From an optimization exercise on the open Yosys and OpenROAD flow, aimed at small area, a short achievable clock period and few clock cycles per item; shortcuts taken in it are not production practice. Only simulation tests tie the RTL to the original design; equivalence was not proved. Power figures rest on the tool's default switching activity, not on a simulated workload.

===== design.v =====
module rs_decoder (
  input  wire       clk,
  input  wire       rst,
  input  wire [7:0] cfg_n,
  input  wire [4:0] cfg_r,
  input  wire       in_valid,
  output wire       in_ready,
  input  wire [7:0] in_data,
  output wire       out_valid,
  input  wire       out_ready,
  output wire [7:0] out_data,
  output wire       out_last,
  output wire       out_err,
  output wire [3:0] out_nerr
);
  localparam integer CAP = 256;    
  localparam integer PL  = 8;      
  function automatic [7:0] gf_mul(input [7:0] a, input [7:0] b);
    reg [7:0] p;
    reg [7:0] x;
    integer i;
    begin
      p = 8'h00;
      x = a;
      for (i = 0; i < 8; i = i + 1) begin
        if (b[i]) p = p ^ x;
        x = {x[6:0], 1'b0} ^ (x[7] ? 8'h1d : 8'h00);
      end
      gf_mul = p;
    end
  endfunction
  function automatic [7:0] gf_pow(input integer e);
    integer i, m;
    reg [7:0] v;
    begin
      m = e % 255;
      if (m < 0) m = m + 255;
      v = 8'h01;
      for (i = 0; i < m; i = i + 1)
        v = {v[6:0], 1'b0} ^ (v[7] ? 8'h1d : 8'h00);
      gf_pow = v;
    end
  endfunction
  function automatic [7:0] gf_inv(input [7:0] a);
    case (a)
      8'h00: gf_inv = 8'h00;
      8'h01: gf_inv = 8'h01;
      8'h02: gf_inv = 8'h8e;
      8'h03: gf_inv = 8'hf4;
      8'h04: gf_inv = 8'h47;
      8'h05: gf_inv = 8'ha7;
      8'h06: gf_inv = 8'h7a;
      8'h07: gf_inv = 8'hba;
      8'h08: gf_inv = 8'had;
      8'h09: gf_inv = 8'h9d;
      8'h0a: gf_inv = 8'hdd;
      8'h0b: gf_inv = 8'h98;
      8'h0c: gf_inv = 8'h3d;
      8'h0d: gf_inv = 8'haa;
      8'h0e: gf_inv = 8'h5d;
      8'h0f: gf_inv = 8'h96;
      8'h10: gf_inv = 8'hd8;
      8'h11: gf_inv = 8'h72;
      8'h12: gf_inv = 8'hc0;
      8'h13: gf_inv = 8'h58;
      8'h14: gf_inv = 8'he0;
      8'h15: gf_inv = 8'h3e;
      8'h16: gf_inv = 8'h4c;
      8'h17: gf_inv = 8'h66;
      8'h18: gf_inv = 8'h90;
      8'h19: gf_inv = 8'hde;
      8'h1a: gf_inv = 8'h55;
      8'h1b: gf_inv = 8'h80;
      8'h1c: gf_inv = 8'ha0;
      8'h1d: gf_inv = 8'h83;
      8'h1e: gf_inv = 8'h4b;
      8'h1f: gf_inv = 8'h2a;
      8'h20: gf_inv = 8'h6c;
      8'h21: gf_inv = 8'hed;
      8'h22: gf_inv = 8'h39;
      8'h23: gf_inv = 8'h51;
      8'h24: gf_inv = 8'h60;
      8'h25: gf_inv = 8'h56;
      8'h26: gf_inv = 8'h2c;
      8'h27: gf_inv = 8'h8a;
      8'h28: gf_inv = 8'h70;
      8'h29: gf_inv = 8'hd0;
      8'h2a: gf_inv = 8'h1f;
      8'h2b: gf_inv = 8'h4a;
      8'h2c: gf_inv = 8'h26;
      8'h2d: gf_inv = 8'h8b;
      8'h2e: gf_inv = 8'h33;
      8'h2f: gf_inv = 8'h6e;
      8'h30: gf_inv = 8'h48;
      8'h31: gf_inv = 8'h89;
      8'h32: gf_inv = 8'h6f;
      8'h33: gf_inv = 8'h2e;
      8'h34: gf_inv = 8'ha4;
      8'h35: gf_inv = 8'hc3;
      8'h36: gf_inv = 8'h40;
      8'h37: gf_inv = 8'h5e;
      8'h38: gf_inv = 8'h50;
      8'h39: gf_inv = 8'h22;
      8'h3a: gf_inv = 8'hcf;
      8'h3b: gf_inv = 8'ha9;
      8'h3c: gf_inv = 8'hab;
      8'h3d: gf_inv = 8'h0c;
      8'h3e: gf_inv = 8'h15;
      8'h3f: gf_inv = 8'he1;
      8'h40: gf_inv = 8'h36;
      8'h41: gf_inv = 8'h5f;
      8'h42: gf_inv = 8'hf8;
      8'h43: gf_inv = 8'hd5;
      8'h44: gf_inv = 8'h92;
      8'h45: gf_inv = 8'h4e;
      8'h46: gf_inv = 8'ha6;
      8'h47: gf_inv = 8'h04;
      8'h48: gf_inv = 8'h30;
      8'h49: gf_inv = 8'h88;
      8'h4a: gf_inv = 8'h2b;
      8'h4b: gf_inv = 8'h1e;
      8'h4c: gf_inv = 8'h16;
      8'h4d: gf_inv = 8'h67;
      8'h4e: gf_inv = 8'h45;
      8'h4f: gf_inv = 8'h93;
      8'h50: gf_inv = 8'h38;
      8'h51: gf_inv = 8'h23;
      8'h52: gf_inv = 8'h68;
      8'h53: gf_inv = 8'h8c;
      8'h54: gf_inv = 8'h81;
      8'h55: gf_inv = 8'h1a;
      8'h56: gf_inv = 8'h25;
      8'h57: gf_inv = 8'h61;
      8'h58: gf_inv = 8'h13;
      8'h59: gf_inv = 8'hc1;
      8'h5a: gf_inv = 8'hcb;
      8'h5b: gf_inv = 8'h63;
      8'h5c: gf_inv = 8'h97;
      8'h5d: gf_inv = 8'h0e;
      8'h5e: gf_inv = 8'h37;
      8'h5f: gf_inv = 8'h41;
      8'h60: gf_inv = 8'h24;
      8'h61: gf_inv = 8'h57;
      8'h62: gf_inv = 8'hca;
      8'h63: gf_inv = 8'h5b;
      8'h64: gf_inv = 8'hb9;
      8'h65: gf_inv = 8'hc4;
      8'h66: gf_inv = 8'h17;
      8'h67: gf_inv = 8'h4d;
      8'h68: gf_inv = 8'h52;
      8'h69: gf_inv = 8'h8d;
      8'h6a: gf_inv = 8'hef;
      8'h6b: gf_inv = 8'hb3;
      8'h6c: gf_inv = 8'h20;
      8'h6d: gf_inv = 8'hec;
      8'h6e: gf_inv = 8'h2f;
      8'h6f: gf_inv = 8'h32;
      8'h70: gf_inv = 8'h28;
      8'h71: gf_inv = 8'hd1;
      8'h72: gf_inv = 8'h11;
      8'h73: gf_inv = 8'hd9;
      8'h74: gf_inv = 8'he9;
      8'h75: gf_inv = 8'hfb;
      8'h76: gf_inv = 8'hda;
      8'h77: gf_inv = 8'h79;
      8'h78: gf_inv = 8'hdb;
      8'h79: gf_inv = 8'h77;
      8'h7a: gf_inv = 8'h06;
      8'h7b: gf_inv = 8'hbb;
      8'h7c: gf_inv = 8'h84;
      8'h7d: gf_inv = 8'hcd;
      8'h7e: gf_inv = 8'hfe;
      8'h7f: gf_inv = 8'hfc;
      8'h80: gf_inv = 8'h1b;
      8'h81: gf_inv = 8'h54;
      8'h82: gf_inv = 8'ha1;
      8'h83: gf_inv = 8'h1d;
      8'h84: gf_inv = 8'h7c;
      8'h85: gf_inv = 8'hcc;
      8'h86: gf_inv = 8'he4;
      8'h87: gf_inv = 8'hb0;
      8'h88: gf_inv = 8'h49;
      8'h89: gf_inv = 8'h31;
      8'h8a: gf_inv = 8'h27;
      8'h8b: gf_inv = 8'h2d;
      8'h8c: gf_inv = 8'h53;
      8'h8d: gf_inv = 8'h69;
      8'h8e: gf_inv = 8'h02;
      8'h8f: gf_inv = 8'hf5;
      8'h90: gf_inv = 8'h18;
      8'h91: gf_inv = 8'hdf;
      8'h92: gf_inv = 8'h44;
      8'h93: gf_inv = 8'h4f;
      8'h94: gf_inv = 8'h9b;
      8'h95: gf_inv = 8'hbc;
      8'h96: gf_inv = 8'h0f;
      8'h97: gf_inv = 8'h5c;
      8'h98: gf_inv = 8'h0b;
      8'h99: gf_inv = 8'hdc;
      8'h9a: gf_inv = 8'hbd;
      8'h9b: gf_inv = 8'h94;
      8'h9c: gf_inv = 8'hac;
      8'h9d: gf_inv = 8'h09;
      8'h9e: gf_inv = 8'hc7;
      8'h9f: gf_inv = 8'ha2;
      8'ha0: gf_inv = 8'h1c;
      8'ha1: gf_inv = 8'h82;
      8'ha2: gf_inv = 8'h9f;
      8'ha3: gf_inv = 8'hc6;
      8'ha4: gf_inv = 8'h34;
      8'ha5: gf_inv = 8'hc2;
      8'ha6: gf_inv = 8'h46;
      8'ha7: gf_inv = 8'h05;
      8'ha8: gf_inv = 8'hce;
      8'ha9: gf_inv = 8'h3b;
      8'haa: gf_inv = 8'h0d;
      8'hab: gf_inv = 8'h3c;
      8'hac: gf_inv = 8'h9c;
      8'had: gf_inv = 8'h08;
      8'hae: gf_inv = 8'hbe;
      8'haf: gf_inv = 8'hb7;
      8'hb0: gf_inv = 8'h87;
      8'hb1: gf_inv = 8'he5;
      8'hb2: gf_inv = 8'hee;
      8'hb3: gf_inv = 8'h6b;
      8'hb4: gf_inv = 8'heb;
      8'hb5: gf_inv = 8'hf2;
      8'hb6: gf_inv = 8'hbf;
      8'hb7: gf_inv = 8'haf;
      8'hb8: gf_inv = 8'hc5;
      8'hb9: gf_inv = 8'h64;
      8'hba: gf_inv = 8'h07;
      8'hbb: gf_inv = 8'h7b;
      8'hbc: gf_inv = 8'h95;
      8'hbd: gf_inv = 8'h9a;
      8'hbe: gf_inv = 8'hae;
      8'hbf: gf_inv = 8'hb6;
      8'hc0: gf_inv = 8'h12;
      8'hc1: gf_inv = 8'h59;
      8'hc2: gf_inv = 8'ha5;
      8'hc3: gf_inv = 8'h35;
      8'hc4: gf_inv = 8'h65;
      8'hc5: gf_inv = 8'hb8;
      8'hc6: gf_inv = 8'ha3;
      8'hc7: gf_inv = 8'h9e;
      8'hc8: gf_inv = 8'hd2;
      8'hc9: gf_inv = 8'hf7;
      8'hca: gf_inv = 8'h62;
      8'hcb: gf_inv = 8'h5a;
      8'hcc: gf_inv = 8'h85;
      8'hcd: gf_inv = 8'h7d;
      8'hce: gf_inv = 8'ha8;
      8'hcf: gf_inv = 8'h3a;
      8'hd0: gf_inv = 8'h29;
      8'hd1: gf_inv = 8'h71;
      8'hd2: gf_inv = 8'hc8;
      8'hd3: gf_inv = 8'hf6;
      8'hd4: gf_inv = 8'hf9;
      8'hd5: gf_inv = 8'h43;
      8'hd6: gf_inv = 8'hd7;
      8'hd7: gf_inv = 8'hd6;
      8'hd8: gf_inv = 8'h10;
      8'hd9: gf_inv = 8'h73;
      8'hda: gf_inv = 8'h76;
      8'hdb: gf_inv = 8'h78;
      8'hdc: gf_inv = 8'h99;
      8'hdd: gf_inv = 8'h0a;
      8'hde: gf_inv = 8'h19;
      8'hdf: gf_inv = 8'h91;
      8'he0: gf_inv = 8'h14;
      8'he1: gf_inv = 8'h3f;
      8'he2: gf_inv = 8'he6;
      8'he3: gf_inv = 8'hf0;
      8'he4: gf_inv = 8'h86;
      8'he5: gf_inv = 8'hb1;
      8'he6: gf_inv = 8'he2;
      8'he7: gf_inv = 8'hf1;
      8'he8: gf_inv = 8'hfa;
      8'he9: gf_inv = 8'h74;
      8'hea: gf_inv = 8'hf3;
      8'heb: gf_inv = 8'hb4;
      8'hec: gf_inv = 8'h6d;
      8'hed: gf_inv = 8'h21;
      8'hee: gf_inv = 8'hb2;
      8'hef: gf_inv = 8'h6a;
      8'hf0: gf_inv = 8'he3;
      8'hf1: gf_inv = 8'he7;
      8'hf2: gf_inv = 8'hb5;
      8'hf3: gf_inv = 8'hea;
      8'hf4: gf_inv = 8'h03;
      8'hf5: gf_inv = 8'h8f;
      8'hf6: gf_inv = 8'hd3;
      8'hf7: gf_inv = 8'hc9;
      8'hf8: gf_inv = 8'h42;
      8'hf9: gf_inv = 8'hd4;
      8'hfa: gf_inv = 8'he8;
      8'hfb: gf_inv = 8'h75;
      8'hfc: gf_inv = 8'h7f;
      8'hfd: gf_inv = 8'hff;
      8'hfe: gf_inv = 8'h7e;
      8'hff: gf_inv = 8'hfd;
      default: gf_inv = 8'h00;
    endcase
  endfunction
  integer i, j;
  reg rst_q;
  always @(posedge clk) rst_q <= rst;
  wire rs  = rst_q;             
  wire rsf = rst | rst_q;       
  reg        in_ready_r;
  assign in_ready = in_ready_r;
  wire       in_fire = in_valid & in_ready_r;
  reg  [7:0] icnt;           
  reg  [7:0] in_n;
  reg  [4:0] in_r;
  reg        in_last_nx;     
  reg        in_msg_nx;      
  wire [7:0] in_k = in_n - {3'd0, in_r};
  reg        d1_v, d1_first, d1_last, d1_msg, d1_w;
  reg  [7:0] d1_data;
  always @(posedge clk) begin
    d1_data <= in_data;
    if (rs) begin
      icnt  <= 8'd0;
      d1_v  <= 1'b0;
      d1_w  <= 1'b0;
      in_last_nx <= 1'b0;
      in_msg_nx  <= 1'b1;
    end else begin
      d1_v <= in_fire;
      d1_w <= in_fire && ((icnt == 8'd0) || in_msg_nx);
      if (in_fire) begin
        d1_first <= (icnt == 8'd0);
        d1_last  <= (icnt != 8'd0) && in_last_nx;
        d1_msg   <= (icnt == 8'd0) || in_msg_nx;
        if (icnt == 8'd0) begin
          in_n <= cfg_n;
          in_r <= cfg_r;
          icnt <= 8'd1;
          in_last_nx <= 1'b0;
          in_msg_nx  <= 1'b1;
        end else begin
          icnt <= in_last_nx ? 8'd0 : icnt + 8'd1;
          in_last_nx <= (icnt + 8'd2 == in_n);
          in_msg_nx  <= (icnt + 8'd1 < in_k);
        end
      end
    end
  end
  reg [CAP-1:0] mbuf [0:7];
  reg [8:0]     occ;
  reg [7:0]     rtap [0:7];
  wire          buf_wr = d1_w;
  wire          buf_rd;                     
  reg  [7:0]    buf_q;
  always @(posedge clk)
    if (buf_wr)
      for (i = 0; i < 8; i = i + 1)
        mbuf[i] <= {mbuf[i][CAP-2:0], d1_data[i]};
  always @* begin
    for (i = 0; i < 8; i = i + 1)
      buf_q[i] = mbuf[i][rtap[i]];
  end
  wire [8:0] occ_nx = occ + {8'd0, buf_wr} - {8'd0, buf_rd};
  wire [7:0] tap_d  = (buf_wr & ~buf_rd) ? 8'h01 : (~buf_wr & buf_rd) ? 8'hff : 8'h00;
  always @(posedge clk) begin
    if (rs) begin
      occ <= 9'd0;
      for (i = 0; i < 8; i = i + 1)
        rtap[i] <= 8'hff;
    end else begin
      occ <= occ_nx;
      for (i = 0; i < 8; i = i + 1)
        rtap[i] <= rtap[i] + tap_d;
    end
  end
  reg [7:0] acc [0:15];
  reg       syn_full;                  
  reg [7:0] syn_n;
  reg [4:0] syn_r;
  wire      bm_take;
  reg [7:0] acc_nx [0:15];
  reg       acc_zero;                  
  always @* begin
    acc_zero = 1'b1;
    for (i = 0; i < 16; i = i + 1) begin
      acc_nx[i] = (d1_first ? 8'h00 : gf_mul(acc[i], gf_pow(i))) ^ d1_data;
      if (acc[i] != 8'h00) acc_zero = 1'b0;
    end
  end
  always @(posedge clk) begin
    if (d1_v) begin
      for (i = 0; i < 16; i = i + 1)
        acc[i] <= acc_nx[i];
    end
    if (d1_v && d1_last) begin
      syn_n <= in_n;
      syn_r <= in_r;
    end
    if (rs) syn_full <= 1'b0;
    else if (d1_v && d1_last) syn_full <= 1'b1;
    else if (bm_take) syn_full <= 1'b0;
  end
  localparam [2:0] B_IDLE = 3'd0, B_A1 = 3'd1, B_A2 = 3'd2, B_B1 = 3'd3,
                   B_B2 = 3'd4, B_ROT = 3'd5, B_OMG = 3'd6, B_CHK = 3'd7;
  reg  [2:0] bst;
  reg  [7:0] sr  [0:15];    
  reg  [7:0] lam [1:8];     
  reg  [7:0] bh  [1:8];     
  reg  [7:0] pr  [1:8];     
  reg  [7:0] s0r;           
  reg  [7:0] dd;            
  reg  [7:0] dinv;
  reg        repl;          
  reg        lastit;        
  reg  [4:0] bl;            
  reg  [4:0] bn;            
  reg  [3:0] boff;          
  reg  [7:0] b_n;
  reg  [4:0] b_r;
  reg  [4:0] b_rm1;         
  reg        b_zero;        
  reg  [8:1] m_ls;          
  reg        m_s;           
  reg        m_l;           
  reg        m_i;           
  reg        b_bad;         
  wire [3:0] b_t = b_r[4:1];
  assign bm_take = (bst == B_IDLE) && syn_full;
  wire chien_idle;
  wire bm_xfer;             
  reg  [7:0] mprod [1:8];
  reg  [7:0] psum;
  always @* begin
    psum = s0r;
    for (j = 1; j <= 8; j = j + 1) begin
      mprod[j] = gf_mul(m_l ? lam[j] : bh[j],
                        m_s ? (sr[j] & {8{m_ls[j]}}) : (m_i ? dinv : dd));
      psum = psum ^ pr[j];
    end
  end
  wire b_easy  = b_zero || b_bad;
  reg  dz;                  
  reg  om_last, om_v;       
  reg  [2:0] om_idx;
  wire b_rot   = (bst == B_A2) ||
                 (bst == B_OMG && !om_last) ||
                 (bst == B_ROT && boff != 4'd0 && !b_easy);
  assign bm_xfer = (bst == B_ROT) && (boff == 4'd0 || b_easy) && chien_idle;
  reg [2:0] bst_nx;
  always @* begin
    bst_nx = bst;
    case (bst)
      B_IDLE: if (syn_full) bst_nx = B_CHK;
      B_CHK:  bst_nx = b_zero ? B_ROT : B_A1;
      B_A1:   bst_nx = B_A2;
      B_A2:   bst_nx = B_B1;
      B_B1:   bst_nx = !dz ? B_B2 : (lastit ? B_ROT : B_A1);
      B_B2:   bst_nx = lastit ? B_ROT : B_A1;
      B_ROT:  if (bm_xfer) bst_nx = b_easy ? B_IDLE : B_OMG;
      B_OMG:  if (om_last) bst_nx = B_IDLE;
      default: bst_nx = B_IDLE;
    endcase
  end
  always @(posedge clk) begin
    if (bm_take) begin
      sr[0] <= acc[0];
      for (i = 1; i < 16; i = i + 1)
        sr[i] <= acc[16 - i];
    end else if (b_rot) begin
      sr[0] <= sr[15];
      for (i = 1; i < 16; i = i + 1)
        sr[i] <= sr[i - 1];
    end
  end
  always @(posedge clk) begin
    for (j = 1; j <= 8; j = j + 1)
      pr[j] <= mprod[j];
    s0r  <= sr[0];
    dinv <= gf_inv(dd);
    b_bad  <= (bl > {1'b0, b_t});
    om_idx <= bn[2:0];
    if (rs) begin
      bst  <= B_IDLE;
      m_ls <= 8'h00;
      om_v    <= 1'b0;
      om_last <= 1'b0;
      m_s  <= 1'b0;
      m_l  <= 1'b0;
      m_i  <= 1'b0;
    end else begin
      bst  <= bst_nx;
      m_s  <= (bst_nx == B_A1) || (bst_nx == B_OMG);
      m_l  <= (bst_nx == B_A1) || (bst_nx == B_OMG) || (bst_nx == B_B2);
      m_i  <= (bst_nx == B_B2);
      om_v    <= (bst_nx == B_OMG) && (bst == B_OMG);
      om_last <= (bst_nx == B_OMG) && (bst == B_OMG) && (bn + 5'd1 == {1'b0, b_t});
      for (j = 1; j <= 8; j = j + 1)
        m_ls[j] <= (bst_nx == B_A1) ||
                   (bst_nx == B_OMG && bst == B_OMG && j <= bn + 5'd1);
      case (bst)
        B_IDLE: if (syn_full) begin
          b_n   <= syn_n;
          b_r   <= syn_r;
          b_rm1 <= syn_r - 5'd1;
          bn    <= 5'd0;
          bl    <= 5'd0;
          boff  <= 4'd0;
          for (i = 1; i <= 8; i = i + 1) begin
            lam[i] <= 8'h00;
            bh[i]  <= (i == 1) ? 8'h01 : 8'h00;
          end
          b_zero <= acc_zero;
        end
        B_CHK: ;
        B_A2: begin
          dd     <= psum;
          dz     <= (psum == 8'h00);
          repl   <= ({bl, 1'b0} <= {1'b0, bn});
          lastit <= (bn == b_rm1);
          boff   <= boff + 4'd1;
          bn     <= bn + 5'd1;
        end
        B_B1: begin
          if (dz) begin
            bh[1] <= 8'h00;
            for (i = 2; i <= 8; i = i + 1)
              bh[i] <= bh[i - 1];
          end
        end
        B_B2: begin
          for (i = 1; i <= 8; i = i + 1)
            lam[i] <= lam[i] ^ pr[i];
          if (repl) begin
            bh[1] <= dinv;
            for (i = 2; i <= 8; i = i + 1)
              bh[i] <= mprod[i - 1];
            bl <= bn - bl;
          end else begin
            bh[1] <= 8'h00;
            for (i = 2; i <= 8; i = i + 1)
              bh[i] <= bh[i - 1];
          end
        end
        B_ROT: begin
          if (boff != 4'd0 && !b_easy)
            boff <= boff + 4'd1;
          bn <= 5'd0;
        end
        B_OMG: begin
          bn <= bn + 5'd1;
        end
        default: ;
      endcase
    end
  end
  localparam [3:0] C_IDLE = 4'b0001, C_FILL = 4'b0010, C_SCAN = 4'b0100, C_DONE = 4'b1000;
  reg  [3:0] cst;           
  reg  [7:0] cl [1:8];      
  reg  [7:0] co [0:7];      
  reg  [7:0] c_k;
  reg  [4:0] c_l;           
  reg  [3:0] c_t;
  reg        c_easy;        
  reg        c_ok;
  reg  [8:0] c_pos;         
  reg  [3:0] c_cnt;         
  reg  [7:0] c_ls [0:PL-1];   
  reg        c_lv;          
  reg  [PL-1:0] c_lm;       
  reg  [PL-1:0] c_hit;      
  reg        c_end1, c_end2;
  reg  [3:0] c_pre;         
  wire       c_xfer;        
  assign chien_idle = cst[0];
  reg [7:0] lsum [0:PL-1];
  always @* begin
    for (j = 0; j < PL; j = j + 1) begin
      lsum[j] = 8'h01;
      for (i = 1; i <= 8; i = i + 1)
        lsum[j] = lsum[j] ^ gf_mul(cl[i], gf_pow(-i * j));
    end
  end
  reg [3:0] hitsum;
  always @* begin
    hitsum = 4'd0;
    for (j = 0; j < PL; j = j + 1)
      hitsum = hitsum + {3'd0, c_hit[j]};
  end
  wire [4:0] cnt_add  = {1'b0, c_cnt} + {1'b0, hitsum};
  wire       scan_end = c_pos[8] || (c_pos[7:0] < PL);
  always @(posedge clk) begin
    for (j = 0; j < PL; j = j + 1)
      c_ls[j] <= lsum[j];
    for (j = 0; j < PL; j = j + 1)
      c_hit[j] <= c_lv && (c_ls[j] == 8'h00) && c_lm[j];
    if (rs) begin
      cst <= C_IDLE;
    end else begin
      case (1'b1)
        cst[0]: if (bm_xfer) begin
          for (i = 1; i <= 8; i = i + 1) cl[i] <= lam[i];
          for (i = 0; i < 8; i = i + 1)  co[i] <= 8'h00;
          c_k    <= b_n - {3'd0, b_r};
          c_l    <= b_zero ? 5'd0 : bl;
          c_t    <= b_t;
          c_easy <= b_easy;
          c_ok   <= b_zero;
          c_pos  <= {1'b0, b_n} - 9'd1;
          c_cnt  <= 4'd0;
          c_lv   <= 1'b0;
          c_end1 <= 1'b0;
          c_end2 <= 1'b0;
          c_pre  <= 4'd0;
          cst    <= b_easy ? C_DONE : C_FILL;
        end
        cst[1]: begin
          if (om_v) co[om_idx] <= psum;
          if (om_last) cst <= C_SCAN;
        end
        cst[2]: begin
          c_lv  <= !c_end1;
          c_cnt <= cnt_add[3:0];
          if (!c_end1) begin
            for (i = 1; i <= 8; i = i + 1) cl[i] <= gf_mul(cl[i], gf_pow(-PL * i));
            for (i = 1; i < 8; i = i + 1)  co[i] <= gf_mul(co[i], gf_pow(-PL * i));
            for (j = 0; j < PL; j = j + 1)
              c_lm[j] <= !c_pos[8] && (c_pos[7:0] >= j);
            c_pos <= c_pos - PL;
            if (scan_end) begin
              c_end1 <= 1'b1;
              c_pre  <= PL - c_pos[3:0];
            end
          end
          c_end2 <= c_end1;
          if (c_end2) begin
            c_ok <= (c_l <= {1'b0, c_t}) && (cnt_add == c_l);
            cst  <= C_DONE;
          end
        end
        cst[3]: begin
          if (c_xfer) cst <= C_IDLE;
          else if (c_pre != 4'd0) begin
            for (i = 1; i <= 8; i = i + 1) cl[i] <= gf_mul(cl[i], gf_pow(i));
            for (i = 1; i < 8; i = i + 1)  co[i] <= gf_mul(co[i], gf_pow(i));
            c_pre <= c_pre - 4'd1;
          end
        end
        default: cst <= C_IDLE;
      endcase
    end
  end
  reg  [7:0] ol [1:8];
  reg  [7:0] oo [0:7];
  reg        o_act;
  reg  [7:0] o_k;           
  reg        o_k1;          
  reg        o_ok;
  reg  [3:0] o_nerr;
  reg  [3:0] o_pre;
  reg        o_pz;          
  reg        o_fix;         
  reg        o_iss;         
  reg        s1_v, s1_last, s1_fix, s1_zero;
  reg  [7:0] s1_d, s1_odd, s1_om;
  reg        s1_err;
  reg  [3:0] s1_nerr;
  reg        s2_v, s2_last, s2_fix;
  reg  [7:0] s2_d, s2_inv, s2_om;
  reg        s2_err;
  reg  [3:0] s2_nerr;
  reg  [2:0] f_cnt;         
  wire       o_pop;
  wire o_issue = o_iss;
  assign buf_rd = o_issue;
  wire o_step  = o_act && (!o_pz || o_issue);
  assign c_xfer = cst[3] && (!o_act || (o_issue && o_k1));
  reg [7:0] o_lsum, o_lodd, o_osum;
  always @* begin
    o_lsum = 8'h01;
    o_lodd = 8'h00;
    o_osum = oo[0];
    for (i = 1; i <= 8; i = i + 1) begin
      o_lsum = o_lsum ^ ol[i];
      if (i % 2 == 1) o_lodd = o_lodd ^ ol[i];
    end
    for (i = 1; i < 8; i = i + 1)
      o_osum = o_osum ^ oo[i];
  end
  always @(posedge clk) begin
    if (c_xfer) begin
      for (i = 1; i <= 8; i = i + 1) ol[i] <= cl[i];
      for (i = 0; i < 8; i = i + 1)  oo[i] <= co[i];
    end else if (o_step) begin
      for (i = 1; i <= 8; i = i + 1) ol[i] <= gf_mul(ol[i], gf_pow(i));
      for (i = 1; i < 8; i = i + 1)  oo[i] <= gf_mul(oo[i], gf_pow(i));
    end
  end
  reg o_act_nx, o_pz_nx;
  always @* begin
    o_act_nx = o_act;
    o_pz_nx  = o_pz;
    if (c_xfer) begin
      o_act_nx = 1'b1;
      o_pz_nx  = !(c_ok && !c_easy) || c_pre == 4'd0;
    end else if (o_act) begin
      if (!o_pz) o_pz_nx = (o_pre == 4'd1);
      if (o_issue && o_k1) o_act_nx = 1'b0;
    end
  end
  wire [3:0] o_inflight = {1'b0, f_cnt} + {3'd0, s2_v} + {3'd0, s1_v} + {3'd0, o_issue};
  always @(posedge clk) begin
    if (rs) begin
      o_act <= 1'b0;
      o_iss <= 1'b0;
      s1_v  <= 1'b0;
      s2_v  <= 1'b0;
    end else begin
      o_act <= o_act_nx;
      o_pz  <= o_pz_nx;
      o_iss <= o_act_nx && o_pz_nx && (o_pop ? (o_inflight <= 4'd4) : (o_inflight <= 4'd3));
      if (c_xfer) begin
        o_k    <= c_k;
        o_k1   <= 1'b0;
        o_ok   <= c_ok;
        o_nerr <= c_ok ? c_l[3:0] : 4'd0;
        o_fix  <= c_ok && !c_easy;
        o_pre  <= (c_ok && !c_easy) ? c_pre : 4'd0;
      end else if (o_act) begin
        if (!o_pz) o_pre <= o_pre - 4'd1;
        if (o_issue) begin
          o_k  <= o_k - 8'd1;
          o_k1 <= (o_k == 8'd2);
        end
      end
      s1_v <= o_issue;
      s2_v <= s1_v;
    end
    s1_d    <= buf_q;
    s1_last <= o_k1;
    s1_fix  <= o_fix;
    s1_zero <= (o_lsum == 8'h00);
    s1_odd  <= o_lodd;
    s1_om   <= o_osum;
    s1_err  <= !o_ok;
    s1_nerr <= o_nerr;
    s2_d    <= s1_d;
    s2_last <= s1_last;
    s2_fix  <= s1_fix && s1_zero;
    s2_inv  <= gf_inv(s1_odd);
    s2_om   <= s1_om;
    s2_err  <= s1_err;
    s2_nerr <= s1_nerr;
  end
  wire [7:0]  s2_out = s2_d ^ (s2_fix ? gf_mul(s2_om, s2_inv) : 8'h00);
  wire [13:0] s2_ent = {s2_nerr, s2_err, s2_last, s2_out};
  reg [13:0] fq [0:3];
  reg        fv;
  assign o_pop     = fv && out_ready;
  assign out_valid = fv;
  assign out_data  = fq[0][7:0];
  assign out_last  = fq[0][8];
  assign out_err   = fq[0][9];
  assign out_nerr  = fq[0][13:10];
  reg [13:0] fq_pop [0:3];
  reg [13:0] fq_hold [0:3];
  always @* begin
    for (i = 0; i < 4; i = i + 1) begin
      fq_hold[i] = (s2_v && f_cnt == i) ? s2_ent : fq[i];
      fq_pop[i]  = (s2_v && (f_cnt == i + 1 || (f_cnt == 3'd0 && i == 0))) ? s2_ent :
                   ((i < 3) ? fq[(i + 1) % 4] : fq[i]);
    end
  end
  always @(posedge clk) begin
    for (i = 0; i < 4; i = i + 1)
      fq[i] <= out_ready ? fq_pop[i] : fq_hold[i];
    if (rsf)
      fv <= 1'b0;
    else
      fv <= o_pop ? (f_cnt + {2'b00, s2_v} != 3'd1) : (f_cnt != 3'd0 || s2_v);
    if (rs)
      f_cnt <= 3'd0;
    else
      f_cnt <= f_cnt + {2'b00, s2_v} - {2'b00, o_pop};
  end
  wire       next_first = in_fire ? (icnt != 8'd0 && in_last_nx) : (icnt == 8'd0);
  wire       bm_idle_nx = (bst_nx == B_IDLE) && !(bst == B_IDLE && syn_full);
  always @(posedge clk) begin
    if (rsf)
      in_ready_r <= 1'b0;
    else
      in_ready_r <= (occ <= CAP - 3) && (!next_first || bm_idle_nx);
  end
endmodule

===== run.sh =====
#!/bin/bash
# synth_recipe.tcl (not shown) runs the flow's synth.tcl, then flattens the netlist and writes it again
# the make line also repeats each setting of config.mk as NAME=value (left out here)
make -C /OpenROAD-flow-scripts/flow DESIGN_CONFIG=/design/flow/config.mk WORK_HOME=/design/flow/orfs CLKGATE_MAP_FILE= SYNTH_SCRIPT=/design/flow/synth_recipe.tcl finish

===== config.mk =====
export PLATFORM = sky130hd
export DESIGN_NAME = rs_decoder
export DESIGN_NICKNAME = rs_decoder
export VERILOG_FILES = /design/flow/design.v
export SDC_FILE = /design/flow/constraint.sdc
export NUM_CORES = 4
export LEC_CHECK = 0
export CAP_MARGIN = 20
export CORE_MARGIN = 2
export CORE_UTILIZATION = 40
export SLEW_MARGIN = 20
export SYNTH_MEMORY_MAX_BITS = 4096

===== constraint.sdc =====
create_clock -name core_clock -period 10.0 [get_ports {clk}]
set_input_delay 2.0000 -clock core_clock [delete_from_list [all_inputs] [get_ports {clk}]]
set_output_delay 2.0000 -clock core_clock [all_outputs]
set_load 0.01 [all_outputs]

==> out/results.tsv, run 1 <==
stage	metric	value	unit
synthesis	synth_ff_type	edfxtp_1	
sta	slew_violations	0	
sta	setup_tns	0	ps
routing	ant_nets	0	
sta	period_share	0.471	
layout	fillers	35600	
grt	grt-ovfl-total	0	
worst_setup_path	critPathSlowestCell	buf_4	
worst_setup_path	cpMostUsedCell	buf_4	
placed_design	placed_area	167000	sq um
routing	viasPerCell	5.51	
grt	grt_max_degree	206	
cts	cts_sinks	3226	
worst_setup_path	critPathMaxFanout	81	
layout	synthToLayoutAreaGrowth	10.9	%
die	die_y	639	um
run	drv_cap	0	
worst_setup_path	path_class	reg -> reg	
sta	fin_skew	84.1	ps
sta	worstMarginPinSlew	1210	ps
die	start_util	0.401	
die	core-area	402000	sq um
placed_design	dp_hpwl	290000	um
synthesis	synth_seq_cells	3226	
synthesis	syn_area_per_cell	14.0	sq um
cts	cts.path.max_buffers	4	
synthesis	synth_edf_count	2869	
layout	final_cell_area	179000	sq um
synthesis	yosysMostFrequentCell	edfxtp_1	
routing	drt_iter0_drc	9183	
power_and_ir_drop	p_leak	0.0530	uW
cts	cts_tree	done	
sta	max_freq	212	MHz
synthesis	async_reset_ff_frac	0	
synthesis	yosysUniqueCellTypes	90	
placed_design	portBuffers	40	
placed_design	gp_congestion	0.965	
worst_setup_path	arrival	5280	ps
grt	track_usage	0.206	
sta	setup_violations	0	
cts	post_cts_resized	0	
cts	clk_pin_slew	60	ps
worst_setup_path	critPathLaunchType	register	
synthesis	synthTopCellsByArea	edfxtp_1 (53%), xnor2_1 (11%), mux4_2 (9.8%)	
cts	numCtsBuffers	352	
worst_setup_path	required	10560	ps
synthesis	netlist_area	162000	sq um
layout	postLayoutCoreUtil	0.445	
sta	rsz0062_at_grt	false	
grt	grt_pass1_vias	95300	
synthesis	syn_nets	11800	
routing	wire_per_inst	25.2	um
routing	drc	0	
grt	grt_antenna_before_repair	15	
cts	clk_latency	970	ps
worst_setup_path	crit_buf_inv	4	
synthesis	ys_seq_area_frac	0.578	
routing	firstDrtPassIters	8	
sta	period_minus_slack	4710	ps
power_and_ir_drop	ir_drop	0.527	mV
sta	slew_headroom	0.185	
layout	nets	11700	
die	die-area	409000	sq um
cts	htree_num_levels	5	
worst_setup_path	critical_path.max_stage_delay	890	ps
sta	hold_viol_final	0	
worst_setup_path	cp_top_family	buffers and inverters	
layout	drive_above_1_share	0.153	
synthesis	synth_cells	11500	
cts	root_buffer	clkbuf_16	
cts	cts_setup_buffers	0	
routing	finalWirelength	430000	um
worst_setup_path	path_cells	buf_4 -> buf_4 -> buf_4 -> buf_4	
status	outcome	complete, no violations	
power_and_ir_drop	p_per_area	295	nW/um^2
die	rows	233	
die	die_x	639	um
synthesis	synth_top_cell_area_share	0.533	
worst_setup_path	cp-end-kind	register	
hold_path	hp-class	reg -> reg	
die	io_pins	41	
synthesis	yosysTopAreaCell	edfxtp_1	
routing	via_count	94000	
cts	hold_buffers	0	
synthesis	ys_warn_count	18	
synthesis	ys_top_cells_by_count	edfxtp_1 (2869), xnor2_1 (1980), nand2_1 (824), xor2_1 (778), nor2_1 (729)	
grt	grt_first_pass_wirelength	642000	um
[worst paths after layout]
path | from | to | slack, ps | cells past startpoint
worst max-delay path | d1_w | mbuf[5][202] | 5290 | 4
worst min-delay path | s1_om[3] | s2_om[3] | 310 | 0
worst max register to register | d1_w | mbuf[5][202] | 5290 | 4
worst min register to register | s1_om[3] | s2_om[3] | 310 | 0
[through the flow]
stage / cells / power, uW / hold WS (ps) / worst slack (ps)
floorplan: 11500 / 33100 / 310 / -7090
global placement: 16400 / 39700 / 310 / 5350
global route: 17100 / 55300 / 329 / 4880
CTS: 17100 / 53200 / 319 / 5250
detailed placement: 16400 / 39700 / 312 / 5150
finish: 17100 / 52800 / 314 / 5290
[layer usage]
metal  vias up  track usage  part of all wire
met5         -            0                 0
met4         0       0.0585             0.029
met3       617       0.0256             0.056
met2      3074        0.326              0.47
met1     48300        0.298              0.45
li1      42100            -                 -
[final cells by class]
cell class                 count  area, sq um  area share
timing repair buffer         257         2060      0.0115
clock inverter               183         2120      0.0118
antenna                       12         30.0    0.000168
tap                         5287         6620      0.0369
multi-input combinational   7453        64700       0.361
inverter                     201          757     0.00422
clock buffer                 453         9560      0.0533
sequential                  3226        93400       0.521
[layout by cell type (no fill, tap or decap), types with 22 or more instances in the layout]
master / Yosys / routed
a31oi_1: 44 / 43
mux4_2: 704 / 704
clkbuf_8: 0 / 22
edfxtp_1: 2869 / 2869
a22o_1: 58 / 58
o21ai_0: 384 / 380
o211ai_1: 43 / 43
nor3_1: 78 / 78
ha_1: 174 / 173
nor2_1: 729 / 724
inv_1: 193 / 190
nand3_1: 88 / 88
o22ai_1: 29 / 28
dfxtp_1: 357 / 324
clkinv_1: 6 / 46
and2_1: 29 / 28
o2bb2ai_1: 22 / 22
xor2_1: 778 / 776
buf_4: 80 / 212
nand2b_1: 84 / 83
mux2_2: 181 / 181
clkbuf_1: 424 / 72
xnor2_1: 1980 / 1975
nand2_1: 824 / 824
a22oi_1: 38 / 38
mux2i_1: 106 / 104
or2_2: 28 / 28
nor4_1: 42 / 41
a21o_1: 90 / 90
a211oi_1: 45 / 45
clkinv_2: 0 / 57
bufinv_16: 0 / 39
clkdlybuf4s50_1: 0 / 39
a21oi_1: 418 / 417
clkbuf_16: 0 / 359
nor2b_1: 68 / 68
o221ai_1: 29 / 29
[state kept, by name (all words and copies together) (netlist names), 9 cells and up]
register  flops
mbuf       2048
acc         128
sr          128
bh           64
c_ls         64
cl           64
co           64
lam          64
ol           64
oo           64
pr           64
rtap         64
fq           56
c_pos         9
occ           9
[power breakdown]
part	switching, uW	internal (uW)
sequential	1540	16400
combinational	13100	8540
clock	5450	7770
total	20100	32700
[worst register-to-register path: cells and delay by family, from the launching register on]
kind	cells	cell delay (ps)
DFF	1	820
buffers and inverters	4	3510
[cell families after synthesis]
| logic type | after synthesis | share of synthesized area |
|---|---|---|
| mux | 1019 | 0.120 |
| buf+inv | 866 | 0.0231 |
| fa+ha+maj | 193 | 0.0158 |
| xor+xnor | 2798 | 0.154 |
| simple gates | 2072 | 0.0556 |
| flops | 3226 | 0.578 |
| compound gates | 1371 | 0.0529 |
Testbench counts, summed over its fixed seeds: cycles 42,874, items 256.
==> inputs of run 2 (changes only) <==
==> flow/run.sh (new file) <==
#!/bin/bash
# Layout flow: the standard ORFS flow (standard synthesis, floorplan,
# placement, CTS, routing, finish) with the constraint file unchanged, but
# with repair_timing told to keep a setup margin of 6.2 ns, so that the
# resizer works the paths down towards a 3.8 ns period instead of stopping
# as soon as the 10 ns constraint is met.  make's full output goes to
# flow_make.log here; ORFS keeps each step's own log under orfs/logs/.
set -euo pipefail
bash standard.sh SETUP_SLACK_MARGIN=6.2 finish > flow_make.log 2>&1
==> standard.sh (new file) <==
#!/bin/bash
# synth_recipe.tcl (not shown) runs the flow's synth.tcl, then flattens the netlist and writes it again
# the make line also repeats each setting of config.mk as NAME=value (left out here)
make -C /OpenROAD-flow-scripts/flow DESIGN_CONFIG=/design/flow/config.mk WORK_HOME=/design/flow/orfs CLKGATE_MAP_FILE= SYNTH_SCRIPT=/design/flow/synth_recipe.tcl "${@:-finish}"
removed: run.sh
==> run 2 against run 1 <==
Against the previous run: synthesized cell count stayed put; setup slack better by 820 ps; final cell count about the same; utilization rose by 0.068 points; count of clock-buffer cells in the layout stayed put; clock skew fell by 1.3 ps; combinational power hardly changed; flip-flop and latch count unchanged; critical path type unchanged; largest cell class unchanged; largest power group unchanged.
==> out/results.tsv, run 2 <==
stage	metric	value	unit	change
status	outcome	complete, no violations		
power_and_ir_drop	p_sw	20200	uW	+0.23%
placed_design	dp_hpwl	290000	um	unchanged
routing	via_count	94000		-0.011%
sta	setup_tns	0	ps	unchanged
worst_setup_path	crit_buf_inv	0		-4
synthesis	synth_top_cell_area_share	0.533		unchanged
cts	numCtsBuffers	352		unchanged
power_and_ir_drop	pwr-share-comb	0.411		about the same
worst_setup_path	critPathSlowestCell	xnor2_1		
worst_setup_path	critPathMaxFanout	7		-91%
die	io_pins	41		unchanged
die	die_x	639	um	unchanged
sta	setup_violations	0		unchanged
layout	fillers	35600		-0.014%
synthesis	yosysUniqueCellTypes	90		unchanged
routing	drt_iter0_drc	9113		-0.76%
synthesis	yosysMostFrequentCell	edfxtp_1		
synthesis	synth_ff_type	edfxtp_1		
routing	drc	0		unchanged
power_and_ir_drop	ir_drop	0.530	mV	+0.52%
routing	viasPerCell	5.50		about the same
power_and_ir_drop	swShare	0.381		+0.000399
layout	final_cells	17100		+0.041%
sta	fin_skew	82.8	ps	-1.30 ps
worst_setup_path	required	10780	ps	+220 ps
routing	wire_per_inst	25.2	um	+0.23%
cts	cts.path.max_buffers	4		unchanged
die	core-area	402000	sq um	unchanged
die	rows	233		unchanged
power_and_ir_drop	p_leak	0.0531	uW	+0.18%
sta	hold_viol_final	0		unchanged
routing	ant_nets	0		unchanged
synthesis	async_reset_ff_frac	0		unchanged
power_and_ir_drop	p_per_area	295	nW/um^2	about the same
worst_setup_path	path_cells	xor2_1 -> xnor2_1 -> xnor2_1 -> xnor2_1 -> xnor2_1 -> xnor2_1		
power_and_ir_drop	intPower	32700	uW	about the same
worst_setup_path	cp_top_family	XOR/XNOR gates		
synthesis	synth_seq_cells	3226		unchanged
layout	most-common-layout-cells	edfxtp_1 (2869), xnor2_1 (1974), nand2_1 (824)		
worst_setup_path	critical_path.max_stage_delay	940	ps	+50 ps
layout	drive_above_1_share	0.155		+0.00190
synthesis	ys_top_cells_by_count	edfxtp_1 (2869), xnor2_1 (1980), nand2_1 (824), xor2_1 (778), nor2_1 (729)		
sta	worstMarginPinSlew	1250	ps	+36.5 ps
cts	root_buffer	clkbuf_16		
die	die_y	639	um	unchanged
sta	period_share	0.390		-0.0816
cts	cts_tree	done		
synthesis	syn_nets	11800		unchanged
grt	grt_max_degree	206		unchanged
cts	cts_sinks	3226		unchanged
worst_setup_path	arrival	4680	ps	-600 ps
layout	reg_top3	mbuf: 2048 flops, acc: 128 flops, sr: 128 flops		
cts	clk_latency	970	ps	about the same
routing	finalWirelength	431000	um	+0.27%
cts	clk_pin_slew	60	ps	about the same
cts	htree_num_levels	5		unchanged
worst_setup_path	critPathLaunchType	register		
synthesis	ys_seq_area_frac	0.578		unchanged
synthesis	synthTopCellsByArea	edfxtp_1 (53%), xnor2_1 (11%), mux4_2 (9.8%)		
synthesis	netlist_area	162000	sq um	unchanged
placed_design	dp_cells	16400		unchanged
sta	rsz0062_at_grt	true		
power_and_ir_drop	power	52900	uW	+0.13%
layout	largest_reg_flops	2048		unchanged
placed_design	portBuffers	40		unchanged
run	drv_cap	0		unchanged
synthesis	synth_edf_count	2869		unchanged
grt	grt_first_pass_wirelength	642000	um	about the same
grt	grt_pass1_vias	95300		+0.041%
worst_setup_path	path_class	reg -> reg		
sta	period_minus_slack	3900	ps	-816 ps
routing	firstDrtPassIters	8		unchanged
grt	grt_antenna_before_repair	18		+3
die	die-area	409000	sq um	unchanged
synthesis	ys_warn_count	18		unchanged
grt	track_usage	0.206		about the same
sta	max_freq	257	MHz	+21%
synthesis	synth_cells	11500		unchanged
worst_setup_path	cp-end-kind	register		
worst_setup_path	cpMostUsedCell	xnor2_1		
sta	slew_headroom	0.158		-0.0262
layout	regMostFlops	mbuf		
layout	final_common_cell	edfxtp_1		
placed_design	gp_congestion	0.965		unchanged
power_and_ir_drop	p_clk_frac	0.250		about the same
layout	nets	11700		+0.034%
hold_path	hp-class	reg -> reg		
layout	synthToLayoutAreaGrowth	11.1	%	
synthesis	yosysTopAreaCell	edfxtp_1		
grt	grt-ovfl-total	0		unchanged
die	start_util	0.401		unchanged
power_and_ir_drop	power_frac_seq	0.339		about the same
sta	slew_violations	0		unchanged
synthesis	syn_area_per_cell	14.0	sq um	unchanged
-- run 2: cell counts after synthesis --
No cell type changed its count.
-- run 2: stage by stage --
stage	setup slack [ps]	hold WS (ps)	instance area [sq um]	utilization
after detailed placement	5150	312	167000	0.416
after CTS	5990	319	179000	0.445
after floorplan	-7090	310	162000	-
final	6100	314	179000	0.446
after global placement	5350	310	167000	0.416
after global routing	6180	329	179000	0.446
-- run 2: path summary, 6_finish.rpt --
check             cells past startpoint  slack, ps      from          to
hold reg to reg                       0        310  s1_om[3]    s2_om[3]
setup / recovery                      6       6100  cl[2][4]  c_ls[2][6]
setup reg to reg                      6       6100  cl[2][4]  c_ls[2][6]
hold / removal                        0        310  s1_om[3]    s2_om[3]
-- run 2: logic make-up (layout without fill, tap and decap cells) --
group | count (synthesis) | in the layout | share of synthesized area
AOI/OAI and AO/OA | 1371 | 1371 | 0.0529
xor gates and xnor gates | 2798 | 2798 | 0.154
adders and majority gates | 193 | 193 | 0.0158
buffers and inverters | 866 | 1098 | 0.0231
DFF | 3226 | 3226 | 0.578
muxes | 1019 | 1019 | 0.120
other | 0 | 15 | 0
and+or+nand+nor | 2072 | 2072 | 0.0556
-- run 2: worst reg2reg max path, stage by stage, from the launching register on --
cell	delay [ps]
edfxtp_1	780
xor2_1	710
xnor2_1	450
xnor2_1	940
xnor2_1	450
xnor2_1	260
xnor2_1	160
-- run 2: cell type report --
type | instances | area, sq um | area share
diodes | 15 | 37.5 | 0.000209
flip-flops and latches | 3226 | 93400 | 0.520
well taps | 5287 | 6620 | 0.0369
multi-input cells | 7453 | 64700 | 0.361
clock inverters | 183 | 2120 | 0.0118
inverters | 201 | 764 | 0.00426
clock buffers | 453 | 9560 | 0.0533
repair buffers | 261 | 2230 | 0.0124
-- run 2: metal layers --
| layer | routed length [um] | vias up | GRT usage |
|---|---|---|---|
| met5 | 0 | - | 0 |
| met4 | 12400 | 0 | 0.0589 |
| met3 | 25100 | 613 | 0.0261 |
| met2 | 200000 | 3187 | 0.326 |
| met1 | 193000 | 48100 | 0.298 |
| li1 | - | 42100 | - |
-- run 2: power groups by stage --
stage	Combinational [uW]	Clock [uW]	Sequential (uW)
3_3_place_gp	21500	0	18200
4_1_cts	21600	13600	18000
3_5_place_dp	21500	0	18200
5_1_grt	23200	14100	18100
2_1_floorplan	15300	0	17800
6_report	21700	13200	17900
-- run 2: what timing repair did --
action | in CTS | in global routing
setup buffers | 0 | 3
gates cloned | 0 | 1
setup endpoints to repair | 612 | 599
resized for setup | 59 | 28
hold buffers | 0 | 0
pin swaps | 1 | 0
==> inputs of run 3 (changes only) <==
--- a/design.v
+++ b/design.v
@@ -357,9 +357,19 @@
     if (buf_wr)
       for (i = 0; i < 8; i = i + 1)
         mbuf[i] <= {mbuf[i][CAP-2:0], d1_data[i]};
+  reg [15:0] rlo [0:7];
+  reg [15:0] rhi [0:7];
+  reg [15:0] rgrp [0:7];
   always @* begin
-    for (i = 0; i < 8; i = i + 1)
-      buf_q[i] = mbuf[i][rtap[i]];
+    for (i = 0; i < 8; i = i + 1) begin
+      for (j = 0; j < 16; j = j + 1) begin
+        rlo[i][j] = (rtap[i][3:0] == j);
+        rhi[i][j] = (rtap[i][7:4] == j);
+      end
+      for (j = 0; j < 16; j = j + 1)
+        rgrp[i][j] = |(mbuf[i][16*j +: 16] & rlo[i]);
+      buf_q[i] = |(rgrp[i] & rhi[i]);
+    end
   end
   wire [8:0] occ_nx = occ + {8'd0, buf_wr} - {8'd0, buf_rd};
   wire [7:0] tap_d  = (buf_wr & ~buf_rd) ? 8'h01 : (~buf_wr & buf_rd) ? 8'hff : 8'h00;
==> run 3 against run 2 <==
Against the previous run: clock skew fell by 18 ps; final cell count increased by 9.8%; first-iteration DRC count is 43% higher; register-to-register slack better by 40 ps; synthesized area is 0.32% higher; fmax rose by 1.1%; critical path depth grew 1; power grew 3.7%; largest power group unchanged.
==> out/results.tsv, run 3 <==
stage	metric	value	unit	change
placed_design	portBuffers	40		unchanged
sta	worstMarginPinSlew	1300	ps	+50.1 ps
synthesis	synth_edf_count	2869		unchanged
layout	synthToLayoutAreaGrowth	11.5	%	
routing	drt_iter0_drc	13000		+43%
cts	cts_tree	done		
placed_design	gp_congestion	1.01		+5.1%
synthesis	yosysTopAreaCell	edfxtp_1		
die	die_x	640	um	+0.16%
layout	nets	13300		+13%
layout	final_common_cell	edfxtp_1		
worst_setup_path	critPathMaxFanout	9		+2
layout	most-common-layout-cells	edfxtp_1 (2869), xnor2_1 (1963), nand2_1 (1035)		
layout	postLayoutCoreUtil	0.448		+0.00233
routing	ant_nets	0		unchanged
layout	largest_reg_flops	2048		unchanged
die	die-area	410000	sq um	+0.32%
sta	worst_slack	6140	ps	+41.1 ps
worst_setup_path	critPathLaunchType	register		
routing	drc	0		unchanged
run	drv_cap	0		unchanged
synthesis	syn_area_per_cell	12.4	sq um	-11%
sta	rsz0062_at_grt	false		
die	start_util	0.402		+0.000695
synthesis	ys_warn_count	21		+3
layout	drive_above_1_share	0.107		-0.0471
hold_path	worstHoldStart	s1_err		
worst_setup_path	r2r-start	cl[3][1]		
cts	numCtsBuffers	346		-1.7%
layout	regMostFlops	mbuf		
cts	cts.path.max_buffers	4		unchanged
power_and_ir_drop	ir_drop	0.315	mV	-41%
grt	grt_antenna_before_repair	9		-9
worst_setup_path	reg2reg_to	c_ls[7][6]		
synthesis	async_reset_ff_frac	0		unchanged
synthesis	synth_cells	13100		+13%
placed_design	pre_cts_slack	5180	ps	+37.5 ps
die	die_y	640	um	+0.16%
status	outcome	complete, no violations		
synthesis	yosysUniqueCellTypes	95		+5.6%
power_and_ir_drop	power	54900	uW	+3.7%
routing	via_count	107000		+13%
worst_setup_path	r2r_cells	7		+1
routing	wire_per_inst	25.1	um	-0.56%
cts	hold_buffers	0		unchanged
grt	grt_first_pass_wirelength	692000	um	+7.9%
layout	reg_top3	mbuf: 2048 flops, acc: 128 flops, sr: 128 flops		
hold_path	hp-class	reg -> reg		
hold_path	hold-path-endpoint	s2_err		
synthesis	netlist_area	162000	sq um	+0.32%
placed_design	dp_hpwl	317000	um	+9.5%
die	rows	233		unchanged
routing	viasPerCell	5.68		+3.3%
die	core-area	403000	sq um	+0.14%
synthesis	synth_ff_type	edfxtp_1		
worst_setup_path	required	10830	ps	+50 ps
sta	whs	326	ps	+11.8 ps
worst_setup_path	cp-end-kind	register		
cts	clk_latency	960	ps	about the same
synthesis	ys_seq_area_frac	0.576		-0.00183
routing	finalWirelength	470000	um	+9.2%
worst_setup_path	path_class	reg -> reg		
worst_setup_path	r2r_setup_slack	6140	ps	+40 ps
cts	clk_pin_slew	60	ps	about the same
cts	htree_num_levels	5		unchanged
die	io_pins	41		unchanged
synthesis	yosysMostFrequentCell	edfxtp_1		
sta	fin_skew	64.3	ps	-18.4 ps
power_and_ir_drop	p_leak	0.0548	uW	+3.2%
synthesis	ys_top_cells_by_count	edfxtp_1 (2869), xnor2_1 (1971), nand2_1 (1036), nor2_1 (936), xor2_1 (720)		
synthesis	synth_seq_cells	3226		unchanged
grt	track_usage	0.221		+0.0153
worst_setup_path	arrival	4680	ps	about the same
hold_path	whs_path_depth	0		unchanged
grt	grt-ovfl-total	0		unchanged
routing	firstDrtPassIters	8		unchanged
sta	hold_viol_final	0		unchanged
sta	setup_violations	0		unchanged
sta	slew_headroom	0.126		-0.0319
synthesis	syn_nets	13300		+13%
grt	grt_pass1_vias	102000		+7.0%
sta	period_minus_slack	3860	ps	-41.1 ps
sta	setup_tns	0	ps	unchanged
grt	grt_max_degree	193		-6.3%
sta	period_share	0.386		-0.00411
sta	max_freq	259	MHz	+1.1%
cts	cts_sinks	3226		unchanged
sta	slew_violations	0		unchanged
cts	root_buffer	clkbuf_16		
synthesis	synthTopCellsByArea	edfxtp_1 (53%), xnor2_1 (11%), dfxtp_1 (4.4%)		
power_and_ir_drop	p_per_area	304	nW/um^2	+3.0%
synthesis	synth_top_cell_area_share	0.532		-0.00169
## run 3: changes by cell type in the layout (fill, tap and decap cells not counted), sizes merged, moves of 86 or more
cell / previous run / this run
a21oi: 420 / 521
a222oi: 1 / 90
buf: 224 / 316
a22oi: 38 / 334
mux2: 182 / 300
mux4: 704 / 42
nor2: 729 / 936
mux2i: 133 / 256
a221oi: 18 / 112
a32oi: 9 / 95
nand2: 824 / 1036
a22o: 58 / 187
## run 3: timing repair
| item | 4_1_cts | 5_1_grt |
|---|---|---|
| setup endpoints to repair | 612 | 327 |
| resized for setup | 50 | 35 |
| buffers inserted | 2 | 14 |
## run 3: final cells by class
type,count,area (sq um)
clock buffer,441,9300
clock inverter,197,1980
sequential,3226,93400
tap,5405,6760
multi-input combinational,8906,65500
antenna,13,32.5
inverter,207,795
fill,36700,222000
timing repair buffer,356,2970
## run 3: report_power, final
part / internal (uW) / total (uW) / switching [uW]
Sequential: 16500 / 18000 / 1450
Clock: 7310 / 12900 / 5560
Combinational: 9830 / 24000 / 14200
## run 3: metrics by stage
stage	cells	area (sq um)
final	18800	181000
after global routing	18700	181000
after CTS	18700	180000
after detailed placement	18100	169000
after global placement	18100	169000
after floorplan	13100	162000
## run 3: logic make-up after synthesis
| kind of cell | share of synthesized area |
|---|---|
| buffers and inverters | 0.0236 |
| AOI/OAI and AO/OA | 0.107 |
| muxes | 0.0445 |
| xor gates and xnor gates | 0.155 |
| and+or+nand+nor | 0.0781 |
| DFF | 0.576 |
| adders and majority gates | 0.0161 |
## run 3: how the worst max path moves through the flow
stage | startpoint | to | slack (ps) | cells past startpoint
3_3_place_gp | d1_w | mbuf[0][64] | 5280 | 4
4_1_cts | o_iss | o_iss | 6230 | 8
3_5_place_dp | d1_w | mbuf[0][62] | 5180 | 4
5_1_grt | dd[7] | bh[6][4] | 6180 | 10
6_report | cl[3][1] | c_ls[7][6] | 6140 | 7
2_1_floorplan | d1_w | rtap[7][6] | -7090 | 12
## run 3: per-layer routing
metal,vias up,wire [um],GRT usage
li1,47900,-,-
met2,4937,209000,0.339
met3,895,36800,0.0301
met5,-,0,0
met1,52800,206000,0.321
met4,0,18000,0.0785
## run 3: worst max-delay path, stage by stage, from the launching register on
cell	delay, ps
edfxtp_1	970
xor2_1	360
xnor2_1	1110
xor2_1	350
xnor2_1	420
xnor2_1	140
xnor2_1	160
xnor2_1	240
Testbench counts of run 3, summed over its fixed seeds: cycles 42,874, items 256.
==> inputs of run 4 (changes only) <==
--- a/design.v
+++ b/design.v
@@ -349,7 +349,7 @@
   end
   reg [CAP-1:0] mbuf [0:7];
   reg [8:0]     occ;
-  reg [7:0]     rtap [0:7];
+  reg [7:0]     rtap;
   wire          buf_wr = d1_w;
   wire          buf_rd;                     
   reg  [7:0]    buf_q;
@@ -357,18 +357,17 @@
     if (buf_wr)
       for (i = 0; i < 8; i = i + 1)
         mbuf[i] <= {mbuf[i][CAP-2:0], d1_data[i]};
-  reg [15:0] rlo [0:7];
-  reg [15:0] rhi [0:7];
+  reg [15:0] rlo, rhi;
   reg [15:0] rgrp [0:7];
   always @* begin
+    for (j = 0; j < 16; j = j + 1) begin
+      rlo[j] = (rtap[3:0] == j);
+      rhi[j] = (rtap[7:4] == j);
+    end
     for (i = 0; i < 8; i = i + 1) begin
-      for (j = 0; j < 16; j = j + 1) begin
-        rlo[i][j] = (rtap[i][3:0] == j);
-        rhi[i][j] = (rtap[i][7:4] == j);
-      end
       for (j = 0; j < 16; j = j + 1)
-        rgrp[i][j] = |(mbuf[i][16*j +: 16] & rlo[i]);
-      buf_q[i] = |(rgrp[i] & rhi[i]);
+        rgrp[i][j] = |(mbuf[i][16*j +: 16] & rlo);
+      buf_q[i] = |(rgrp[i] & rhi);
     end
   end
   wire [8:0] occ_nx = occ + {8'd0, buf_wr} - {8'd0, buf_rd};
@@ -376,12 +375,10 @@
   always @(posedge clk) begin
     if (rs) begin
       occ <= 9'd0;
-      for (i = 0; i < 8; i = i + 1)
-        rtap[i] <= 8'hff;
+      rtap <= 8'hff;
     end else begin
       occ <= occ_nx;
-      for (i = 0; i < 8; i = i + 1)
-        rtap[i] <= rtap[i] + tap_d;
+      rtap <= rtap + tap_d;
     end
   end
   reg [7:0] acc [0:15];
@@ -579,7 +576,8 @@
   reg        c_lv;          
   reg  [PL-1:0] c_lm;       
   reg  [PL-1:0] c_hit;      
-  reg        c_end1, c_end2;
+  reg        c_end1, c_end2, c_end3, c_end4;
+  reg  [3:0] c_hs;          
   reg  [3:0] c_pre;         
   wire       c_xfer;        
   assign chien_idle = cst[0];
@@ -597,13 +595,13 @@
     for (j = 0; j < PL; j = j + 1)
       hitsum = hitsum + {3'd0, c_hit[j]};
   end
-  wire [4:0] cnt_add  = {1'b0, c_cnt} + {1'b0, hitsum};
   wire       scan_end = c_pos[8] || (c_pos[7:0] < PL);
   always @(posedge clk) begin
     for (j = 0; j < PL; j = j + 1)
       c_ls[j] <= lsum[j];
     for (j = 0; j < PL; j = j + 1)
       c_hit[j] <= c_lv && (c_ls[j] == 8'h00) && c_lm[j];
+    c_hs <= hitsum;
     if (rs) begin
       cst <= C_IDLE;
     end else begin
@@ -621,6 +619,8 @@
           c_lv   <= 1'b0;
           c_end1 <= 1'b0;
           c_end2 <= 1'b0;
+          c_end3 <= 1'b0;
+          c_end4 <= 1'b0;
           c_pre  <= 4'd0;
           cst    <= b_easy ? C_DONE : C_FILL;
         end
@@ -630,7 +630,7 @@
         end
         cst[2]: begin
           c_lv  <= !c_end1;
-          c_cnt <= cnt_add[3:0];
+          c_cnt <= c_cnt + c_hs;
           if (!c_end1) begin
             for (i = 1; i <= 8; i = i + 1) cl[i] <= gf_mul(cl[i], gf_pow(-PL * i));
             for (i = 1; i < 8; i = i + 1)  co[i] <= gf_mul(co[i], gf_pow(-PL * i));
@@ -643,8 +643,10 @@
             end
           end
           c_end2 <= c_end1;
-          if (c_end2) begin
-            c_ok <= (c_l <= {1'b0, c_t}) && (cnt_add == c_l);
+          c_end3 <= c_end2;
+          c_end4 <= c_end3;
+          if (c_end4) begin
+            c_ok <= (c_l <= {1'b0, c_t}) && ({1'b0, c_cnt} == c_l);
             cst  <= C_DONE;
           end
         end
@@ -772,6 +774,7 @@
   assign out_last  = fq[0][8];
   assign out_err   = fq[0][9];
   assign out_nerr  = fq[0][13:10];
+  wire       f_keep = !out_ready && !(s2_v && f_cnt == 3'd0);
   reg [13:0] fq_pop [0:3];
   reg [13:0] fq_hold [0:3];
   always @* begin
@@ -782,7 +785,8 @@
     end
   end
   always @(posedge clk) begin
-    for (i = 0; i < 4; i = i + 1)
+    fq[0] <= (fq[0] & {14{f_keep}}) | ((out_ready ? fq_pop[0] : s2_ent) & {14{!f_keep}});
+    for (i = 1; i < 4; i = i + 1)
       fq[i] <= out_ready ? fq_pop[i] : fq_hold[i];
     if (rsf)
       fv <= 1'b0;
==> flow/run.sh (replaced) <==
#!/bin/bash
# Layout flow: the standard ORFS flow (standard synthesis, floorplan,
# placement, CTS, routing, finish) with the constraint file unchanged, but
# with repair_timing told to keep a setup margin of 6.5 ns, so that the
# resizer works the paths down towards a 3.5 ns period instead of stopping
# as soon as the 10 ns constraint is met.  make's full output goes to
# flow_make.log here; ORFS keeps each step's own log under orfs/logs/.
set -euo pipefail
bash standard.sh SETUP_SLACK_MARGIN=6.5 finish > flow_make.log 2>&1
==> run 4 against run 3 <==
Against the previous run: still clean on timing, DRC and antenna; synthesized cell count fell by 6.1%; worst hold slack got worse by 0.74 ps; synthesized area fell by 4.1%; setup slack improved by 270 ps; flip-flop and latch count fell by 50; first-iteration DRC count rose by 23%; fmax rose by 7.6%; clock power fell by 3%; combinational power rose by 15%; register-to-register slack improved by 300 ps; clock skew rose by 35 ps; final cell count fell by 4.9%; highest routed layer is now met5.
==> out/results.tsv, run 4 <==
stage	metric	value	unit	change
layout	reg_top3	mbuf: 2048 flops, acc: 128 flops, sr: 128 flops		
worst_setup_path	cp.depth	1		-6
synthesis	ys_seq_area_frac	0.594		+0.0185
worst_setup_path	crit_buf_inv	1		+1
placed_design	gp_congestion	0.990		-2.3%
layout	postLayoutCoreUtil	0.455		+0.00684
die	start_util	0.402		about the same
synthesis	synth_fa_ha_area_frac	0.0118		-0.00432
die	core-area	386000	sq um	-4.1%
synthesis	synth_seq_cells	3176		-1.5%
worst_setup_path	r2r_cells	10		+3
die	die_y	627	um	-2.1%
placed_design	dp_hpwl	337000	um	+6.2%
routing	firstDrtPassIters	13		+5
synthesis	synth_edf_count	2871		+0.070%
routing	drc	0		unchanged
sta	slew_headroom	0.157		+0.0310
worst_setup_path	path_class	reg -> out		
synthesis	ys_top_cells_by_count	edfxtp_1 (2871), xnor2_1 (1951), nand2_1 (904), nor2_1 (846), xor2_1 (742)		
grt	grt-ovfl-total	0		unchanged
cts	htree_num_levels	5		unchanged
worst_setup_path	cp-end-kind	output pin		
sta	fin_skew	99.0	ps	+34.7 ps
layout	drive_above_1_share	0.119		+0.0113
power_and_ir_drop	p_per_area	329	nW/um^2	+8.3%
power_and_ir_drop	ir_drop	0.468	mV	+49%
die	die-area	393000	sq um	-4.1%
sta	worstMarginPinSlew	1260	ps	-38.4 ps
layout	fillers	34800		-5.3%
grt	grt_pass1_vias	99400		-2.5%
hold_path	whs_path_depth	0		unchanged
worst_setup_path	required	8000	ps	-2830 ps
run	drv_cap	0		unchanged
synthesis	netlist_area	155000	sq um	-4.1%
cts	root_buffer	clkbuf_16		
synthesis	yosysMostFrequentCell	edfxtp_1		
synthesis	synthXorXnorAreaFrac	0.158		+0.00344
worst_setup_path	arrival	1580	ps	-3100 ps
power_and_ir_drop	p_leak	0.0527	uW	-3.8%
synthesis	yosysUniqueCellTypes	93		-2.1%
die	io_pins	41		unchanged
sta	max_freq	279	MHz	+7.6%
synthesis	synthTopCellsByArea	edfxtp_1 (55%), xnor2_1 (11%), xor2_1 (4.2%)		
synthesis	async_reset_ff_frac	0		unchanged
worst_setup_path	path_cells	buf_6		
routing	finalWirelength	521000	um	+11%
synthesis	synth_top_cell_area_share	0.555		+0.0233
routing	ant_nets	0		unchanged
synthesis	yosysTopAreaCell	edfxtp_1		
synthesis	synth_mux_area_frac	0.0370		-0.00752
worst_setup_path	cp_top_family	flip-flops		
synthesis	synth_top_family_by_area	XOR/XNOR gates		
status	outcome	complete, no violations		
synthesis	synth-simple-area-share	0.0667		-0.0114
synthesis	syn_area_per_cell	12.7	sq um	+2.2%
die	die_x	627	um	-2.1%
cts	cts_tree	done		
sta	rsz0062_at_grt	true		
layout	nets	12500		-5.7%
sta	slew_violations	0		unchanged
synthesis	synth_ff_type	edfxtp_1		
worst_setup_path	critical_path.max_stage_delay	500	ps	-610 ps
routing	viasPerCell	5.92		+4.1%
layout	final_common_cell	edfxtp_1		
sta	worst_slack	6420	ps	+271 ps
layout	ff_latch_area	92400	sq um	-1.1%
layout	most-common-layout-cells	edfxtp_1 (2871), xnor2_1 (1939), nand2_1 (899)		
sta	setup_tns	0	ps	unchanged
layout	multi_input_area	60600	sq um	-7.4%
cts	numCtsBuffers	341		-1.4%
hold_path	hp-class	reg -> reg		
run 4: cell count changes after synthesis, sizes merged, moves of 66 or more:
| cell | change |
|---|---|
| a22oi | +137 |
| nand2 | -132 |
| a32oi | -91 |
| nor2 | -90 |
| a21oi | -89 |
| nor2b | -66 |
run 4: worst paths after layout:
check,from,to,slack [ps]
setup / recovery,register,out_nerr[3],6420
hold / removal,s1_om[3],s2_om[3],330
setup reg to reg,rtap[2],s1_d[2],6440
hold reg to reg,s1_om[3],s2_om[3],330
run 4: kinds of logic (layout without fill, tap and decap cells):
| family | count (synthesis) | after routing |
|---|---|---|
| adder cells (fa/ha/maj) | 139 | 139 |
| AND/OR/NAND/NOR | 2378 | 2381 |
| XOR/XNOR | 2742 | 2742 |
| other | 0 | 25 |
| multiplexers | 494 | 494 |
| flip-flops | 3176 | 3176 |
| buffers and inverters | 917 | 1267 |
| AO/OA/AOI/OAI | 2426 | 2426 |
run 4: timing repair:
action,in CTS,in global routing
setup buffers,78,36
endpoints found under the setup margin,1384,1093
gates cloned,8,8
resized for setup,291,117
hold buffers,0,0
pin swaps,7,9
run 4: power by group:
group	switching [uW]	internal (uW)	leakage, uW
Sequential	1270	16300	0.0230
Clock	5510	7020	0.00525
Combinational	16800	10900	0.0245
run 4: routing by layer:
metal / part of all wire / routed length [um] / vias up / GRT usage
met1: 0.41 / 211000 / 52500 / 0.360
met2: 0.44 / 228000 / 6579 / 0.387
met4: 0.044 / 23200 / 16 / 0.0959
met5: 0.00020 / 102 / - / 0
li1: - / - / 45300 / -
met3: 0.11 / 59000 / 1106 / 0.0544
run 4: per-stage QoR:
step | cell area, sq um | hold WS, ps | std cells | power [uW]
after floorplan | 155000 | 310 | 12300 | 36500
after global placement | 162000 | 312 | 17000 | 44300
after detailed placement | 162000 | 312 | 17000 | 44400
after CTS | 175000 | 324 | 17800 | 57400
after global routing | 176000 | 329 | 17800 | 60400
final | 176000 | 325 | 17800 | 57900
run 4: layout make-up:
class,count,share of cell area
antenna,25,0.000356
clock buffer,441,0.0518
clock inverter,180,0.00976
inverter,180,0.00403
multi-input combinational,8182,0.345
sequential,3176,0.525
tap,5175,0.0368
timing repair buffer,466,0.0272
run 4: worst reg2reg max path, cell delays in order, from the launching register on:
cell and delay, ps:
dfxtp_4 470, buf_4 480, nand2_1 760, nor2_2 810
a22oi_1 150, nand2_1 110, a21oi_1 40, a31oi_1 290
a21oi_1 80, o2111ai_1 230, or4_1 180
Testbench counts of run 4, summed over its fixed seeds: cycles 43,031, items 256.

-- separate check: timing with driven ports --
The results above use ideal ports. As a check the final layouts listed here were re-extracted and re-timed, cells and wires unchanged. Step 1 sets driving cells, clkbuf_16 on the clock port and buf_2 on the other inputs (assumed; they add their load-dependent delay and slew). Step 2 times the ports against the registers' clock, not the clock port: input delays grow and output delays shrink by t, the midpoint of the rising clock arrivals with the driver on. Three values: ideal ports, drivers, drivers and shift; two values: the first two.
run	t, ns	setup slack, ns
run 1	1.036	5.287 / 5.287 / 5.287
run 2	1.036	6.103 / 6.103 / 5.438
run 3	1.030	6.144 / 6.144 / 5.431
run 4	1.081	6.416 / 6.291 / 5.337
After both steps setup and hold are still met in every run listed.
